What follows belongs to an exercise in optimizing a design on an open flow for small area; a production flow would make more cautious choices.
In this exercise RTL edits were held to simulation tests only and were not proved equivalent to the original.
Power and IR drop assume default switching activity.

Design apg_datagen, start of the top module:
module apg_datagen (
    input  wire        clk,
    input  wire        rst,         
    input  wire        cfg_we,
    input  wire [4:0]  cfg_addr,
    input  wire [31:0] cfg_wdata,
    input  wire        restart,
    input  wire        ev_valid,
    input  wire [3:0]  ev_func,
    input  wire        ev_inv,
    input  wire [4:0]  ev_wm1,      
    input  wire [15:0] ev_x,
    input  wire [15:0] ev_y,
    output reg         d_valid,
    output reg  [31:0] d,
    output reg         param_zero,
    output reg         bad_write
);
    function [30:0] poly_mask(input [2:0] p);
        case (p)
            3'd0: poly_mask = 31'h0000_007F;
            3'd1: poly_mask = 31'h0000_01FF;
            3'd2: poly_mask = 31'h0000_07FF;
            3'd3: poly_mask = 31'h0000_7FFF;
            3'd4: poly_mask = 31'h007F_FFFF;
            default: poly_mask = 31'h7FFF_FFFF;
        endcase
    endfunction
    function [5:0] seg_zero(input [30:0] v);
        seg_zero = {v[30:23] == 8'h0, v[22:15] == 8'h0, v[14:11] == 4'h0,
                    v[10:9] == 2'h0, v[8:7] == 2'h0, v[6:0] == 7'h0};
    endfunction
    function masked_zero(input [5:0] z, input [2:0] p);
        case (p)
            3'd0: masked_zero = z[0];
            3'd1: masked_zero = &z[1:0];
            3'd2: masked_zero = &z[2:0];
            3'd3: masked_zero = &z[3:0];
            3'd4: masked_zero = &z[4:0];
            default: masked_zero = &z[5:0];
        endcase
    endfunction
    reg [31:0] dconst;
    reg [31:0] rstep;
    reg [3:0]  shift_x;
    reg [3:0]  shift_y;
    reg [16:0] nbarw;           
  ...
export LEC_CHECK = 0
export CAP_MARGIN = 20
export CELL_PAD_IN_SITES_DETAIL_PLACEMENT = 1
export CELL_PAD_IN_SITES_GLOBAL_PLACEMENT = 1
export CORE_MARGIN = 2
export CORE_UTILIZATION = 40
export PLACE_DENSITY = 0.45
export SLEW_MARGIN = 20
export SYNTH_HIERARCHICAL = 1
export SYNTH_MINIMUM_KEEP_SIZE = 0
create_clock -name core_clock -period 60.0 [get_ports {clk}]
standard.sh (not shown) runs the stock make flow with config.mk's settings and CLKGATE_MAP_FILE= SYNTH_SCRIPT=/design/flow/synth_recipe.tcl, a recipe that flattens the netlist after the stock synthesis.
==> flow/flow/run.sh <==
#!/bin/bash
# Standard ORFS layout with two changes that only affect the cells added by
# the layout itself:
#  - port buffers are sky130_fd_sc_hd__buf_1 (every input and output port
#    still gets its own buffer);
#  - the clock tree is built from sky130_fd_sc_hd__clkbuf_8, with clusters
#    of at most 16 flip-flops and 60 um, and without dummy loads.
# Each tool's full output stays in its ORFS log (orfs/logs/...); make's
# output goes to standard.log.
set -euo pipefail
export BUFFER_PORTS_ARGS="-buffer_cell sky130_fd_sc_hd__buf_1"
export CTS_ARGS="-sink_clustering_enable -repair_clock_nets -buf_list sky130_fd_sc_hd__clkbuf_8 -sink_clustering_size 16 -sink_clustering_max_diameter 60 -dont_use_dummy_load"
bash standard.sh > standard.log 2>&1
The baseline completed without violations.
Change:
==> flow/flow/run.sh (replaced) <==
#!/bin/bash
# Standard ORFS layout with two changes that only affect the cells added by
# the layout itself:
#  - port buffers are sky130_fd_sc_hd__buf_1 (every input and output port
#    still gets its own buffer);
#  - the clock tree is built from sky130_fd_sc_hd__clkbuf_4, with clusters
#    of at most 8 flip-flops and 50 um, and without dummy loads.
# Each tool's full output stays in its ORFS log (orfs/logs/...); make's
# output goes to standard.log.
set -euo pipefail
export BUFFER_PORTS_ARGS="-buffer_cell sky130_fd_sc_hd__buf_1"
export CTS_ARGS="-sink_clustering_enable -repair_clock_nets -buf_list sky130_fd_sc_hd__clkbuf_4 -sink_clustering_size 8 -sink_clustering_max_diameter 50 -dont_use_dummy_load"
bash standard.sh > standard.log 2>&1
- CELL_PAD_IN_SITES_DETAIL_PLACEMENT: 1 -> 2
- CELL_PAD_IN_SITES_GLOBAL_PLACEMENT: 1 -> 2
- CORE_UTILIZATION: 40 -> 30
- PLACE_DENSITY: 0.45 -> 0.35
Outcome:
- final area rose by about 1.5%
- utilization goes down by 10 points
- hold slack is about the same
- total power grows by 3.1%
- routed wire length went up by 16%
- fmax stays flat
- combinational power climbs by about 6%
- cell count climbs by 11%
- via count went up by 2.0%
- die area rises by 33%
Change:
==> flow/flow/run.sh (replaced) <==
#!/bin/bash
# Standard ORFS layout with two changes that only affect the cells added by
# the layout itself:
#  - port buffers are sky130_fd_sc_hd__buf_1 (every input and output port
#    still gets its own buffer);
#  - the clock tree is built from sky130_fd_sc_hd__clkbuf_8, with clusters
#    of at most 16 flip-flops and 60 um, and without dummy loads.
# Each tool's full output stays in its ORFS log (orfs/logs/...); make's
# output goes to standard.log.
set -euo pipefail
export BUFFER_PORTS_ARGS="-buffer_cell sky130_fd_sc_hd__buf_1"
export CTS_ARGS="-sink_clustering_enable -repair_clock_nets -buf_list sky130_fd_sc_hd__clkbuf_8 -sink_clustering_size 16 -sink_clustering_max_diameter 60 -dont_use_dummy_load"
bash standard.sh > standard.log 2>&1
Outcome: Setup slack degrades by 0.13 ns. Clock power went up by 12%. Global-route usage barely changes.
Change:
==> flow/flow/run.sh (replaced) <==
#!/bin/bash
# Standard ORFS layout with two changes that only affect the cells added by
# the layout itself:
#  - port buffers are sky130_fd_sc_hd__buf_1 (every input and output port
#    still gets its own buffer);
#  - the clock tree is built from sky130_fd_sc_hd__clkbuf_8, with clusters
#    of at most 12 flip-flops and 70 um, and without dummy loads.
# Each tool's full output stays in its ORFS log (orfs/logs/...); make's
# output goes to standard.log.
set -euo pipefail
export BUFFER_PORTS_ARGS="-buffer_cell sky130_fd_sc_hd__buf_1"
export CTS_ARGS="-sink_clustering_enable -repair_clock_nets -buf_list sky130_fd_sc_hd__clkbuf_8 -sink_clustering_size 12 -sink_clustering_max_diameter 70 -dont_use_dummy_load"
bash standard.sh > standard.log 2>&1
After rerunning:
- design area stays flat
- count of clock-buffer cells in the layout decreases by 2
- routed wire length barely changes
- power decreases by 0.32%
- register-to-register slack gets better by 0.10 ns
- maximum frequency hardly moves
- sequential power stays flat
- die area stays the same
- critical path depth stays the same
- sequential cell count does not change
- setup slack gets better by 0.014 ns

==> separate check: timing with driven ports <==
How much do the figures lean on ideal ports? The routed layouts below were timed once more, with nothing changed but the port constraints. Step 1 assumes that a clkbuf_16 drives the clock port and a buf_2 every other input. Step 2 also shifts input and output timing later by t, the mid clock arrival at the registers, as if the neighbouring blocks saw the same clock. Slacks: no drivers / after step 1 / after step 2; pairs: no drivers / after step 1.
run | t, ns | slack for setup (ns) | worst setup path at the end | latest minus earliest clock arrival (ns) | worst slew at a driven data input, ns
the first run | 0.766 | 20.084 / 20.103 / 19.337 | input to register | 0.140 / 0.140 | 0.11
the second run | 1.079 | 19.977 / 20.020 / 18.941 | input to register | 0.212 / 0.212 | 0.09
the third run | 0.809 | 19.845 / 19.889 / 19.080 | input to register | 0.122 / 0.122 | 0.09
the fourth run | 0.794 | 19.858 / 19.903 / 19.109 | input to register | 0.126 / 0.126 | 0.08
After both steps every run listed still meets setup and hold. For the second run, which loses most, drivers alone change the setup slack by +0.043 ns; drivers and shift together by -1.036 ns.
